Background: an optimization exercise with open tools, aiming at small area and a short achievable clock period. Do not read the settings as production practice.
Only simulation tests tie the RTL to the original design; equivalence was not proved.
Power figures rest on the tool's default switching activity, not on a simulated workload.

==> job 3875 <==
==> flow/design.v (excerpt) <==
module tscalar_exec (
    input  wire        clk,
    input  wire        rst,          
    input  wire        in_valid,
    input  wire [39:0] instr,        
    input  wire [31:0] rs_val,
    input  wire [31:0] rt_val,
    output reg         out_valid,
    output reg         out_we,       
    output reg  [4:0]  out_rd,
    output wire [31:0] out_wdata,
    output reg         out_we2,      
    output wire [31:0] out_wdata2,
    output reg         out_sat,      
    output reg         out_ill       
);
    wire [7:0]  opc  = instr[39:32];
    wire [4:0]  i_rd = instr[31:27];
    wire [16:0] imm  = instr[16:0];
    wire d_add  = opc == 8'h01;
    wire d_sub  = opc == 8'h02;
    wire d_and  = opc == 8'h03;
    wire d_or   = opc == 8'h04;
    wire d_xor  = opc == 8'h05;
    wire d_sll  = opc == 8'h06;
    wire d_srl  = opc == 8'h07;
    wire d_sra  = opc == 8'h08;
    wire d_slt  = opc == 8'h09;
    wire d_sltu = opc == 8'h0A;
    wire d_mul  = opc == 8'h0B;
    wire d_mulh = opc == 8'h0C;
    wire d_min  = opc == 8'h0D;
    wire d_max  = opc == 8'h0E;
    wire d_addi = opc == 8'h11;
    wire d_andi = opc == 8'h13;
    wire d_ori  = opc == 8'h14;
    wire d_xori = opc == 8'h15;
    wire d_slli = opc == 8'h16;
    wire d_srli = opc == 8'h17;
    wire d_srai = opc == 8'h18;
  ...
clock: 10.5 ns
lec_check: 0
abc_area: 1
cap_margin: 5
core_margin: 2
core_utilization: 50
cts_cluster_diameter: 30
cts_cluster_size: 8
place_density: 0.65
setup_slack_margin: 5
slew_margin: 5
synth_hierarchical: 1
standard.sh (not shown) runs the stock make flow with config.mk's settings and CLKGATE_MAP_FILE= SYNTH_SCRIPT=/design/flow/synth_recipe.tcl, a recipe that flattens the netlist after the stock synthesis.
==> flow/flow/run.sh <==
#!/bin/bash
# The standard layout, except that the port buffers that placement adds are
# plain buf_1 cells (the resizer upsizes them where timing needs it) rather
# than the delay cells buffer_ports picks on its own.
set -euo pipefail
bash standard.sh "BUFFER_PORTS_ARGS=-buffer_cell sky130_fd_sc_hd__buf_1" finish > standard_flow.log 2>&1
==> job 5284: changes against job 3875 <==
--- a/flow/design.v
+++ b/flow/design.v
@@ -244,32 +244,23 @@
     end
     wire [32:0] sh_x = {r_fill & r_a[31], r_a};
     wire [32:0] sh_y = $signed(sh_x) >>> r_b[4:0];
     wire [31:0] y    = sh_y[31:0];
     wire [4:0]  wm1 = r_b[11:7];
-    wire [32*6-1:0] ip;
-    assign ip[31:0] = y;
-    genvar gl, gi;
-    generate
-        for (gl = 0; gl < 5; gl = gl + 1) begin : g_inc
-            for (gi = 0; gi < 32; gi = gi + 1) begin : g_bit
-                if ((gi >> gl) & 1)
-                    assign ip[32 * (gl + 1) + gi] = ip[32 * gl + gi] & ip[32 * gl + ((gi >> gl) << gl) - 1];
-                else
-                    assign ip[32 * (gl + 1) + gi] = ip[32 * gl + gi];
-            end
-        end
-    endgenerate
-    wire [31:0] qr   = y ^ ({ip[32 * 5 + 30:32 * 5], 1'b1} & {32{r_inc}});
     wire [31:0] wmsk = 32'hFFFFFFFF << wm1;                
-    wire        all1 = &(qr | ~wmsk);
-    wire        all0 = ~|(qr & wmsk);
-    wire        satv = ~(all1 | all0);
-    wire [31:0] sres = satv ? (qr[31] ? wmsk : ~wmsk) : qr;
+    wire [31:0] wms2 = {wmsk[30:0], 1'b0};                 
+    wire        hi0  = ~|(y & wmsk);
+    wire        hi1  = &(y | ~wmsk);
+    wire        hi1a = &(y | ~wms2);
+    wire        lo1  = &(y | wmsk);
+    wire        cw   = r_inc & lo1;
+    wire        satv = y[31] ? (cw ? ~hi1a : ~hi1) : (~hi0 | cw);
+    wire [31:0] sres = satv ? (y[31] ? wmsk : ~wmsk) : y;
     wire [31:0] m_a = r_a;
     wire [32:0] bo_b = {r_b, 1'b0};
     wire [15:0] bo_one, bo_two, bo_neg;
+    genvar gi;
     generate
         for (gi = 0; gi < 16; gi = gi + 1) begin : g_booth
             assign bo_one[gi] = bo_b[2 * gi + 1] ^ bo_b[2 * gi];
             assign bo_two[gi] = (bo_b[2 * gi + 2] & ~bo_b[2 * gi + 1] & ~bo_b[2 * gi]) |
                                 (~bo_b[2 * gi + 2] & bo_b[2 * gi + 1] & bo_b[2 * gi]);
@@ -1832,11 +1823,11 @@
         ({32{r_kmulh}} & m_s[63:32]);
     wire [31:0] res_c =
         ({32{r_kadd}}  & r_b) |
         ({32{r_kmul}}  & m_c[31:0]) |
         ({32{r_kmulh}} & m_c[63:32]);
-    wire [3:0]  res_g  = ({4{r_kmulh}} & m_lo_g) | {r_cin, 3'd0};
+    wire [3:0]  res_g  = ({4{r_kmulh}} & m_lo_g) | {r_cin | (r_ksats & r_inc & ~satv), 3'd0};
     wire [3:0]  res_p  = m_lo_p;
     reg [31:0] o_s, o_c;
     reg [3:0]  o_g, o_p;
     reg [4:0]  o_w2;
     always @(posedge clk) begin
==> flow/config.mk (replaced) <==
export PLATFORM = sky130hd
export DESIGN_NAME = tscalar_exec
export DESIGN_NICKNAME = tscalar_exec
export VERILOG_FILES = /design/flow/design.v
export SDC_FILE = /design/flow/constraint.sdc
export NUM_CORES = 4
export LEC_CHECK = 0
export ABC_AREA = 1
export CAP_MARGIN = 20
export CORE_MARGIN = 2
export CORE_UTILIZATION = 50
export CTS_CLUSTER_DIAMETER = 30
export CTS_CLUSTER_SIZE = 8
export GPL_ROUTABILITY_DRIVEN = 0
export PLACE_DENSITY = 0.65
export SETUP_SLACK_MARGIN = 5
export SLEW_MARGIN = 20
export SYNTH_HIERARCHICAL = 1
==> job 3274: changes against job 3875 <==
--- a/flow/design.v
+++ b/flow/design.v
@@ -202,55 +202,69 @@
         ({32{d_shl}} & rev32(rs_val)) |
         ({32{d_and | d_andi}} & (rs_val & lg_b)) |
         ({32{d_or | d_ori}} & (rs_val | lg_b)) |
         ({32{d_xor | d_xori}} & (rs_val ^ lg_b)) |
         ({32{~(d_slt | d_sltu | d_min | d_max | d_exp | d_lui | d_shl | lg_op)}} & rs_val);
+    wire [32:0] bo_b = {rt_val, 1'b0};
+    wire [31:0] bo_code;
+    wire [15:0] op_neg;
+    genvar gi;
+    generate
+        for (gi = 0; gi < 16; gi = gi + 1) begin : g_booth
+            assign bo_code[2 * gi]     = bo_b[2 * gi + 1] ^ bo_b[2 * gi];
+            assign bo_code[2 * gi + 1] = (bo_b[2 * gi + 2] & ~bo_b[2 * gi + 1] & ~bo_b[2 * gi]) |
+                                         (~bo_b[2 * gi + 2] & bo_b[2 * gi + 1] & bo_b[2 * gi]);
+            assign op_neg[gi]          = bo_b[2 * gi + 2];
+        end
+    endgenerate
     wire [31:0] op_b =
-        ({32{fmt_rr & ~(d_sub | d_slt | d_sltu | d_min | d_max | d_exp | d_norm |
-                        d_and | d_or | d_xor | d_srl | d_sra)}} & rt_val) |
-        ({32{d_srl | d_sra}} & {20'd0, 5'd31, 2'd0, rt_val[4:0]}) |
-        ({32{d_srli | d_srai}} & {20'd0, 5'd31, 2'd0, imm[4:0]}) |
+        ({32{d_mul | d_mulh}} & bo_code) |
+        ({32{fmt_rr & ~(d_mul | d_mulh | d_sub | d_slt | d_sltu | d_min | d_max | d_exp | d_norm |
+                        d_and | d_or | d_xor)}} & rt_val) |
         ({32{d_sub}} & ~rt_val) |
         ({32{d_addi}} & {{15{imm[16]}}, imm}) |
-        ({32{d_slli | d_sats}} & {15'd0, imm}) |
+        ({32{d_slli | d_srli | d_srai | d_sats}} & {15'd0, imm}) |
         ({32{d_exp}} & 32'hFFFFFF81) |
         ({32{d_lui}} & {imm[14:0], 17'd0}) |
         ({32{d_norm}} & {27'd0, cls});
     reg        r_valid;
     reg [31:0] r_a, r_b;
+    reg [15:0] r_neg;
     reg [4:0]  r_rd;
     reg        r_we, r_we2, r_ill, r_sat;
-    reg        r_kadd, r_cin, r_kshl, r_ksats,
+    reg        r_kadd, r_cin, r_kshr, r_kshl, r_ksats,
                r_fill, r_inc, r_kmul, r_kmulh;
     always @(posedge clk) begin
         if (rst)
             r_valid <= 1'b0;
         else
             r_valid <= in_valid;
         r_a     <= op_a;
         r_b     <= op_b;
+        r_neg   <= op_neg;
         r_rd    <= i_rd;
         r_we    <= mine & ~ill;
         r_we2   <= d_norm & ~ill;
         r_ill   <= mine & ill;
         r_sat   <= d_sats & ~ill;
         r_kadd  <= d_add | d_sub | d_addi | d_slt | d_sltu | d_min | d_max | d_exp | d_lui | lg_op;
         r_cin   <= d_sub;
+        r_kshr  <= d_srl | d_sra | d_srli | d_srai;
         r_kshl  <= d_shl;
-        r_ksats <= d_srl | d_sra | d_srli | d_srai | d_sats;
+        r_ksats <= d_sats;
         r_fill  <= d_sra | d_srai | d_sats;
-        r_inc   <= inc & d_sats;
+        r_inc   <= inc;
         r_kmul  <= d_mul;
         r_kmulh <= d_mulh;
     end
     wire [32:0] sh_x = {r_fill & r_a[31], r_a};
     wire [32:0] sh_y = $signed(sh_x) >>> r_b[4:0];
     wire [31:0] y    = sh_y[31:0];
     wire [4:0]  wm1 = r_b[11:7];
     wire [32*6-1:0] ip;
     assign ip[31:0] = y;
-    genvar gl, gi;
+    genvar gl;
     generate
         for (gl = 0; gl < 5; gl = gl + 1) begin : g_inc
             for (gi = 0; gi < 32; gi = gi + 1) begin : g_bit
                 if ((gi >> gl) & 1)
                     assign ip[32 * (gl + 1) + gi] = ip[32 * gl + gi] & ip[32 * gl + ((gi >> gl) << gl) - 1];
@@ -264,20 +278,18 @@
     wire        all1 = &(qr | ~wmsk);
     wire        all0 = ~|(qr & wmsk);
     wire        satv = ~(all1 | all0);
     wire [31:0] sres = satv ? (qr[31] ? wmsk : ~wmsk) : qr;
     wire [31:0] m_a = r_a;
-    wire [32:0] bo_b = {r_b, 1'b0};
     wire [15:0] bo_one, bo_two, bo_neg;
     generate
-        for (gi = 0; gi < 16; gi = gi + 1) begin : g_booth
-            assign bo_one[gi] = bo_b[2 * gi + 1] ^ bo_b[2 * gi];
-            assign bo_two[gi] = (bo_b[2 * gi + 2] & ~bo_b[2 * gi + 1] & ~bo_b[2 * gi]) |
-                                (~bo_b[2 * gi + 2] & bo_b[2 * gi + 1] & bo_b[2 * gi]);
-            assign bo_neg[gi] = bo_b[2 * gi + 2];
+        for (gi = 0; gi < 16; gi = gi + 1) begin : g_bdig
+            assign bo_one[gi] = r_b[2 * gi];
+            assign bo_two[gi] = r_b[2 * gi + 1];
         end
     endgenerate
+    assign bo_neg = r_neg;
     wire pp0_0 = ((m_a[0] & bo_one[0]) | (1'b0 & bo_two[0])) ^ bo_neg[0];
     wire pp0_1 = ((m_a[1] & bo_one[0]) | (m_a[0] & bo_two[0])) ^ bo_neg[0];
     wire pp0_2 = ((m_a[2] & bo_one[0]) | (m_a[1] & bo_two[0])) ^ bo_neg[0];
     wire pp0_3 = ((m_a[3] & bo_one[0]) | (m_a[2] & bo_two[0])) ^ bo_neg[0];
     wire pp0_4 = ((m_a[4] & bo_one[0]) | (m_a[3] & bo_two[0])) ^ bo_neg[0];
@@ -842,20 +854,20 @@
     tsx_fa u_fs17 (.a(pp3_25), .b(pp4_23), .ci(pp5_21), .s(fs17), .co(fc17));
     wire fs18, fc18;
     tsx_fa u_fs18 (.a(pp6_19), .b(pp7_17), .ci(pp8_15), .s(fs18), .co(fc18));
     wire fs19, fc19;
     tsx_ha u_fs19 (.a(pp9_13), .b(pp10_11), .s(fs19), .co(fc19));
-    wire fs20 = ~(pp0_32 ^ pp1_30);
-    wire fc20 = pp0_32 | pp1_30;
+    wire fs20, fc20;
+    tsx_fa u_fs20 (.a(1'b1), .b(pp0_32), .ci(pp1_30), .s(fs20), .co(fc20));
     wire fs21, fc21;
     tsx_fa u_fs21 (.a(pp2_28), .b(pp3_26), .ci(pp4_24), .s(fs21), .co(fc21));
     wire fs22, fc22;
     tsx_fa u_fs22 (.a(pp5_22), .b(pp6_20), .ci(pp7_18), .s(fs22), .co(fc22));
     wire fs23, fc23;
     tsx_fa u_fs23 (.a(pp8_16), .b(pp9_14), .ci(pp10_12), .s(fs23), .co(fc23));
-    wire fs24 = ~(pp1_31 ^ pp2_29);
-    wire fc24 = pp1_31 | pp2_29;
+    wire fs24, fc24;
+    tsx_fa u_fs24 (.a(1'b1), .b(pp1_31), .ci(pp2_29), .s(fs24), .co(fc24));
     wire fs25, fc25;
     tsx_fa u_fs25 (.a(pp3_27), .b(pp4_25), .ci(pp5_23), .s(fs25), .co(fc25));
     wire fs26, fc26;
     tsx_fa u_fs26 (.a(pp6_21), .b(pp7_19), .ci(pp8_17), .s(fs26), .co(fc26));
     wire fs27, fc27;
@@ -864,28 +876,28 @@
     tsx_fa u_fs28 (.a(pp1_32), .b(pp2_30), .ci(pp3_28), .s(fs28), .co(fc28));
     wire fs29, fc29;
     tsx_fa u_fs29 (.a(pp4_26), .b(pp5_24), .ci(pp6_22), .s(fs29), .co(fc29));
     wire fs30, fc30;
     tsx_fa u_fs30 (.a(pp7_20), .b(pp8_18), .ci(pp9_16), .s(fs30), .co(fc30));
-    wire fs31 = ~(pp2_31 ^ pp3_29);
-    wire fc31 = pp2_31 | pp3_29;
+    wire fs31, fc31;
+    tsx_fa u_fs31 (.a(1'b1), .b(pp2_31), .ci(pp3_29), .s(fs31), .co(fc31));
     wire fs32, fc32;
     tsx_fa u_fs32 (.a(pp4_27), .b(pp5_25), .ci(pp6_23), .s(fs32), .co(fc32));
     wire fs33, fc33;
     tsx_ha u_fs33 (.a(pp7_21), .b(pp8_19), .s(fs33), .co(fc33));
     wire fs34, fc34;
     tsx_fa u_fs34 (.a(pp2_32), .b(pp3_30), .ci(pp4_28), .s(fs34), .co(fc34));
     wire fs35, fc35;
     tsx_fa u_fs35 (.a(pp5_26), .b(pp6_24), .ci(pp7_22), .s(fs35), .co(fc35));
-    wire fs36 = ~(pp3_31 ^ pp4_29);
-    wire fc36 = pp3_31 | pp4_29;
+    wire fs36, fc36;
+    tsx_fa u_fs36 (.a(1'b1), .b(pp3_31), .ci(pp4_29), .s(fs36), .co(fc36));
     wire fs37, fc37;
     tsx_ha u_fs37 (.a(pp5_27), .b(pp6_25), .s(fs37), .co(fc37));
     wire fs38, fc38;
     tsx_fa u_fs38 (.a(pp3_32), .b(pp4_30), .ci(pp5_28), .s(fs38), .co(fc38));
-    wire fs39 = ~pp4_31;
-    wire fc39 = pp4_31;
+    wire fs39, fc39;
+    tsx_ha u_fs39 (.a(1'b1), .b(pp4_31), .s(fs39), .co(fc39));
     wire fs40, fc40;
     tsx_ha u_fs40 (.a(bo_neg[8]), .b(pp0_16), .s(fs40), .co(fc40));
     wire fs41, fc41;
     tsx_ha u_fs41 (.a(pp0_17), .b(pp1_15), .s(fs41), .co(fc41));
     wire fs42, fc42;
@@ -1058,12 +1070,12 @@
     tsx_fa u_fs125 (.a(pp7_26), .b(pp8_24), .ci(pp9_22), .s(fs125), .co(fc125));
     wire fs126, fc126;
     tsx_fa u_fs126 (.a(pp10_20), .b(pp11_18), .ci(pp12_16), .s(fs126), .co(fc126));
     wire fs127, fc127;
     tsx_fa u_fs127 (.a(pp13_14), .b(pp14_12), .ci(pp15_10), .s(fs127), .co(fc127));
-    wire fs128 = ~(pp5_31 ^ pp6_29);
-    wire fc128 = pp5_31 | pp6_29;
+    wire fs128, fc128;
+    tsx_fa u_fs128 (.a(1'b1), .b(pp5_31), .ci(pp6_29), .s(fs128), .co(fc128));
     wire fs129, fc129;
     tsx_fa u_fs129 (.a(pp7_27), .b(pp8_25), .ci(pp9_23), .s(fs129), .co(fc129));
     wire fs130, fc130;
     tsx_fa u_fs130 (.a(pp10_21), .b(pp11_19), .ci(pp12_17), .s(fs130), .co(fc130));
     wire fs131, fc131;
@@ -1072,28 +1084,28 @@
     tsx_fa u_fs132 (.a(pp5_32), .b(pp6_30), .ci(pp7_28), .s(fs132), .co(fc132));
     wire fs133, fc133;
     tsx_fa u_fs133 (.a(pp8_26), .b(pp9_24), .ci(pp10_22), .s(fs133), .co(fc133));
     wire fs134, fc134;
     tsx_fa u_fs134 (.a(pp11_20), .b(pp12_18), .ci(pp13_16), .s(fs134), .co(fc134));
-    wire fs135 = ~(pp6_31 ^ pp7_29);
-    wire fc135 = pp6_31 | pp7_29;
+    wire fs135, fc135;
+    tsx_fa u_fs135 (.a(1'b1), .b(pp6_31), .ci(pp7_29), .s(fs135), .co(fc135));
     wire fs136, fc136;
     tsx_fa u_fs136 (.a(pp8_27), .b(pp9_25), .ci(pp10_23), .s(fs136), .co(fc136));
     wire fs137, fc137;
     tsx_ha u_fs137 (.a(pp11_21), .b(pp12_19), .s(fs137), .co(fc137));
     wire fs138, fc138;
     tsx_fa u_fs138 (.a(pp6_32), .b(pp7_30), .ci(pp8_28), .s(fs138), .co(fc138));
     wire fs139, fc139;
     tsx_fa u_fs139 (.a(pp9_26), .b(pp10_24), .ci(pp11_22), .s(fs139), .co(fc139));
-    wire fs140 = ~(pp7_31 ^ pp8_29);
-    wire fc140 = pp7_31 | pp8_29;
+    wire fs140, fc140;
+    tsx_fa u_fs140 (.a(1'b1), .b(pp7_31), .ci(pp8_29), .s(fs140), .co(fc140));
     wire fs141, fc141;
     tsx_ha u_fs141 (.a(pp9_27), .b(pp10_25), .s(fs141), .co(fc141));
     wire fs142, fc142;
     tsx_fa u_fs142 (.a(pp7_32), .b(pp8_30), .ci(pp9_28), .s(fs142), .co(fc142));
-    wire fs143 = ~pp8_31;
-    wire fc143 = pp8_31;
+    wire fs143, fc143;
+    tsx_ha u_fs143 (.a(1'b1), .b(pp8_31), .s(fs143), .co(fc143));
     wire fs144, fc144;
     tsx_ha u_fs144 (.a(bo_neg[5]), .b(pp0_10), .s(fs144), .co(fc144));
     wire fs145, fc145;
     tsx_ha u_fs145 (.a(pp0_11), .b(pp1_9), .s(fs145), .co(fc145));
     wire fs146, fc146;
@@ -1312,28 +1324,28 @@
     tsx_fa u_fs252 (.a(pp8_32), .b(pp9_30), .ci(pp10_28), .s(fs252), .co(fc252));
     wire fs253, fc253;
     tsx_fa u_fs253 (.a(pp11_26), .b(pp12_24), .ci(pp13_22), .s(fs253), .co(fc253));
     wire fs254, fc254;
     tsx_fa u_fs254 (.a(pp14_20), .b(pp15_18), .ci(fc143), .s(fs254), .co(fc254));
-    wire fs255 = ~(pp9_31 ^ pp10_29);
-    wire fc255 = pp9_31 | pp10_29;
+    wire fs255, fc255;
+    tsx_fa u_fs255 (.a(1'b1), .b(pp9_31), .ci(pp10_29), .s(fs255), .co(fc255));
     wire fs256, fc256;
     tsx_fa u_fs256 (.a(pp11_27), .b(pp12_25), .ci(pp13_23), .s(fs256), .co(fc256));
     wire fs257, fc257;
     tsx_ha u_fs257 (.a(pp14_21), .b(pp15_19), .s(fs257), .co(fc257));
     wire fs258, fc258;
     tsx_fa u_fs258 (.a(pp9_32), .b(pp10_30), .ci(pp11_28), .s(fs258), .co(fc258));
     wire fs259, fc259;
     tsx_fa u_fs259 (.a(pp12_26), .b(pp13_24), .ci(pp14_22), .s(fs259), .co(fc259));
-    wire fs260 = ~(pp10_31 ^ pp11_29);
-    wire fc260 = pp10_31 | pp11_29;
+    wire fs260, fc260;
+    tsx_fa u_fs260 (.a(1'b1), .b(pp10_31), .ci(pp11_29), .s(fs260), .co(fc260));
     wire fs261, fc261;
     tsx_ha u_fs261 (.a(pp12_27), .b(pp13_25), .s(fs261), .co(fc261));
     wire fs262, fc262;
     tsx_fa u_fs262 (.a(pp10_32), .b(pp11_30), .ci(pp12_28), .s(fs262), .co(fc262));
-    wire fs263 = ~pp11_31;
-    wire fc263 = pp11_31;
+    wire fs263, fc263;
+    tsx_ha u_fs263 (.a(1'b1), .b(pp11_31), .s(fs263), .co(fc263));
     wire fs264, fc264;
     tsx_ha u_fs264 (.a(bo_neg[3]), .b(pp0_6), .s(fs264), .co(fc264));
     wire fs265, fc265;
     tsx_ha u_fs265 (.a(pp0_7), .b(pp1_5), .s(fs265), .co(fc265));
     wire fs266, fc266;
@@ -1522,18 +1534,18 @@
     tsx_fa u_fs357 (.a(pp15_23), .b(fs263), .ci(fc262), .s(fs357), .co(fc357));
     wire fs358, fc358;
     tsx_fa u_fs358 (.a(pp11_32), .b(pp12_30), .ci(pp13_28), .s(fs358), .co(fc358));
     wire fs359, fc359;
     tsx_fa u_fs359 (.a(pp14_26), .b(pp15_24), .ci(fc263), .s(fs359), .co(fc359));
-    wire fs360 = ~(pp12_31 ^ pp13_29);
-    wire fc360 = pp12_31 | pp13_29;
+    wire fs360, fc360;
+    tsx_fa u_fs360 (.a(1'b1), .b(pp12_31), .ci(pp13_29), .s(fs360), .co(fc360));
     wire fs361, fc361;
     tsx_ha u_fs361 (.a(pp14_27), .b(pp15_25), .s(fs361), .co(fc361));
     wire fs362, fc362;
     tsx_fa u_fs362 (.a(pp12_32), .b(pp13_30), .ci(pp14_28), .s(fs362), .co(fc362));
-    wire fs363 = ~pp13_31;
-    wire fc363 = pp13_31;
+    wire fs363, fc363;
+    tsx_ha u_fs363 (.a(1'b1), .b(pp13_31), .s(fs363), .co(fc363));
     wire fs364, fc364;
     tsx_ha u_fs364 (.a(bo_neg[2]), .b(pp0_4), .s(fs364), .co(fc364));
     wire fs365, fc365;
     tsx_ha u_fs365 (.a(pp0_5), .b(pp1_3), .s(fs365), .co(fc365));
     wire fs366, fc366;
@@ -1640,12 +1652,12 @@
     tsx_fa u_fs416 (.a(pp15_26), .b(fc361), .ci(fc360), .s(fs416), .co(fc416));
     wire fs417, fc417;
     tsx_fa u_fs417 (.a(pp14_29), .b(pp15_27), .ci(fs363), .s(fs417), .co(fc417));
     wire fs418, fc418;
     tsx_fa u_fs418 (.a(pp13_32), .b(pp14_30), .ci(pp15_28), .s(fs418), .co(fc418));
-    wire fs419 = ~pp14_31;
-    wire fc419 = pp14_31;
+    wire fs419, fc419;
+    tsx_ha u_fs419 (.a(1'b1), .b(pp14_31), .s(fs419), .co(fc419));
     wire fs420, fc420;
     tsx_ha u_fs420 (.a(bo_neg[1]), .b(pp0_2), .s(fs420), .co(fc420));
     wire fs421, fc421;
     tsx_ha u_fs421 (.a(pp0_3), .b(pp1_1), .s(fs421), .co(fc421));
     wire fs422, fc422;
@@ -1760,12 +1772,12 @@
     tsx_fa u_fs476 (.a(fc363), .b(fs418), .ci(fc417), .s(fs476), .co(fc476));
     wire fs477, fc477;
     tsx_fa u_fs477 (.a(pp15_29), .b(fs419), .ci(fc418), .s(fs477), .co(fc477));
     wire fs478, fc478;
     tsx_fa u_fs478 (.a(pp14_32), .b(pp15_30), .ci(fc419), .s(fs478), .co(fc478));
-    wire fs479 = ~pp15_31;
-    wire fc479 = pp15_31;
+    wire fs479, fc479;
+    tsx_ha u_fs479 (.a(1'b1), .b(pp15_31), .s(fs479), .co(fc479));
     wire [63:0] m_s = {1'b1, fc479, fc478, fc477, fc476, fc475, fc474, fc473, fc472, fc471, fc470, fc469, fc468, fc467, fc466, fc465, fc464, fc463, fc462, fc461, fc460, fc459, fc458, fc457, fc456, fc455, fc454, fc453, fc452, fc451, fc450, fc449, fc448, fc447, fc446, fc445, fc444, fc443, fc442, fc441, fc440, fc439, fc438, fc437, fc436, fc435, fc434, fc433, fc432, fc431, fc430, fc429, fc428, fc427, fc426, fc425, fc424, fc423, fc422, fc421, fc420, fs420, pp0_1, bo_neg[0]};
     wire [63:0] m_c = {1'b0, pp15_32, fs479, fs478, fs477, fs476, fs475, fs474, fs473, fs472, fs471, fs470, fs469, fs468, fs467, fs466, fs465, fs464, fs463, fs462, fs461, fs460, fs459, fs458, fs457, fs456, fs455, fs454, fs453, fs452, fs451, fs450, fs449, fs448, fs447, fs446, fs445, fs444, fs443, fs442, fs441, fs440, fs439, fs438, fs437, fs436, fs435, fs434, fs433, fs432, fs431, fs430, fs429, fs428, fs427, fs426, fs425, fs424, fs423, fs422, fs421, pp1_0, 1'b0, pp0_0};
     wire [31:0] ml_s = m_s[31:0];
     wire [31:0] ml_c = m_c[31:0];
     wire cg_0_1 = (ml_s[1] & ml_c[1]) | ((ml_s[1] | ml_c[1]) & (ml_s[0] & ml_c[0]));
@@ -1822,10 +1834,11 @@
     wire cp_28_31 = cp_30_31 & cp_28_29;
     wire [3:0] m_lo_g = {cg_28_31, cg_24_27, cg_16_23, cg_0_15};
     wire [3:0] m_lo_p = {cp_28_31, cp_24_27, cp_16_23, 1'b0};
     wire [31:0] res_s_e =
         ({32{r_kadd}}  & r_a) |
+        ({32{r_kshr}}  & y) |
         ({32{r_kshl}}  & rev32(y)) |
         ({32{r_ksats}} & sres);
     wire [31:0] res_s =
         res_s_e |
         ({32{r_kmul}}  & m_s[31:0]) |
==> flow/run.sh (new file) <==
#!/bin/bash
# synth_recipe.tcl (not shown) runs the flow's synth.tcl, then flattens the netlist and writes it again
# the make line also repeats each setting of config.mk as NAME=value (left out here)
make -C /OpenROAD-flow-scripts/flow DESIGN_CONFIG=/design/flow/config.mk WORK_HOME=/design/flow/orfs CLKGATE_MAP_FILE= SYNTH_SCRIPT=/design/flow/synth_recipe.tcl finish
==> flow/config.mk (replaced) <==
export PLATFORM = sky130hd
export DESIGN_NAME = tscalar_exec
export DESIGN_NICKNAME = tscalar_exec
export VERILOG_FILES = /design/flow/design.v
export SDC_FILE = /design/flow/constraint.sdc
export NUM_CORES = 4
export LEC_CHECK = 0
export ABC_AREA = 1
export CAP_MARGIN = 20
export CORE_MARGIN = 2
export CORE_UTILIZATION = 50
export CTS_CLUSTER_DIAMETER = 30
export CTS_CLUSTER_SIZE = 8
export PLACE_DENSITY = 0.65
export SETUP_SLACK_MARGIN = 5
export SLEW_MARGIN = 20
export SYNTH_HIERARCHICAL = 1
removed: flow/flow/run.sh
removed: flow/standard.sh
==> summary.txt <==
Seq cells post-synth 185; total power draw 0.00892 W; run status no timing/DRC/antenna violations; die height 272 um; Sw Ratio 58.0%; core area 0.0712 mm^2; register area share after synthesis 10.3%; Clock Skews 27.6 ps; XOR/XNOR Fraction of Synth Area 14.5%; met1 Resource Use GR 59.1%
-- figures above: job 3274

==> summary.txt <==
Sw Ratio 56.8%; run status no timing/DRC/antenna violations; Clock Skews 18.8 ps; core area 0.0697 mm^2; die height 269 um; XOR/XNOR Fraction of Synth Area 14.1%; total power draw 0.00657 W; register area share after synthesis 9.60%
-- figures above: job 3875

==> summary.txt <==
die height 269 um; register area share after synthesis 9.61%; Clock Skews 18.8 ps; met1 Resource Use GR 54.2%; Sw Ratio 54.6%; XOR/XNOR Fraction of Synth Area 13.7%; run status no timing/DRC/antenna violations; total power draw 0.00517 W
-- figures above: job 5284

separate check: timing with driven ports:
The results above use ideal ports. As a check the final layouts listed here were re-extracted and re-timed, cells and wires unchanged.
Step 1 assumes that a clkbuf_16 drives the clock port and a buf_2 every other input.
Step 2 adds t to the input delays and takes it off the output delays; t is the mean of the earliest and latest rising clock arrival at the registers after step 1. Input paths then give back, and output paths get back, about the clock's delay inside the block.
Slacks: ideal / step 1 / step 2; pairs: ideal / step 1.
run	t, ns	setup WS [ns]	worst setup path after step 2	clock arrival spread, ns	worst data-port slew with drivers (ns)
job 3875	0.542	4.969 / 4.969 / 4.691	input to register	0.020 / 0.020	0.04
job 5284	0.514	5.033 / 5.033 / 4.626	input to register	0.022 / 0.022	0.04
job 3274	0.568	4.973 / 4.973 / 4.626	input to register	0.028 / 0.028	0.05
After both steps setup and hold are still met in every run listed. For job 5284, which loses most, drivers alone change the setup slack by 0.000 ns; drivers and shift together by -0.407 ns.
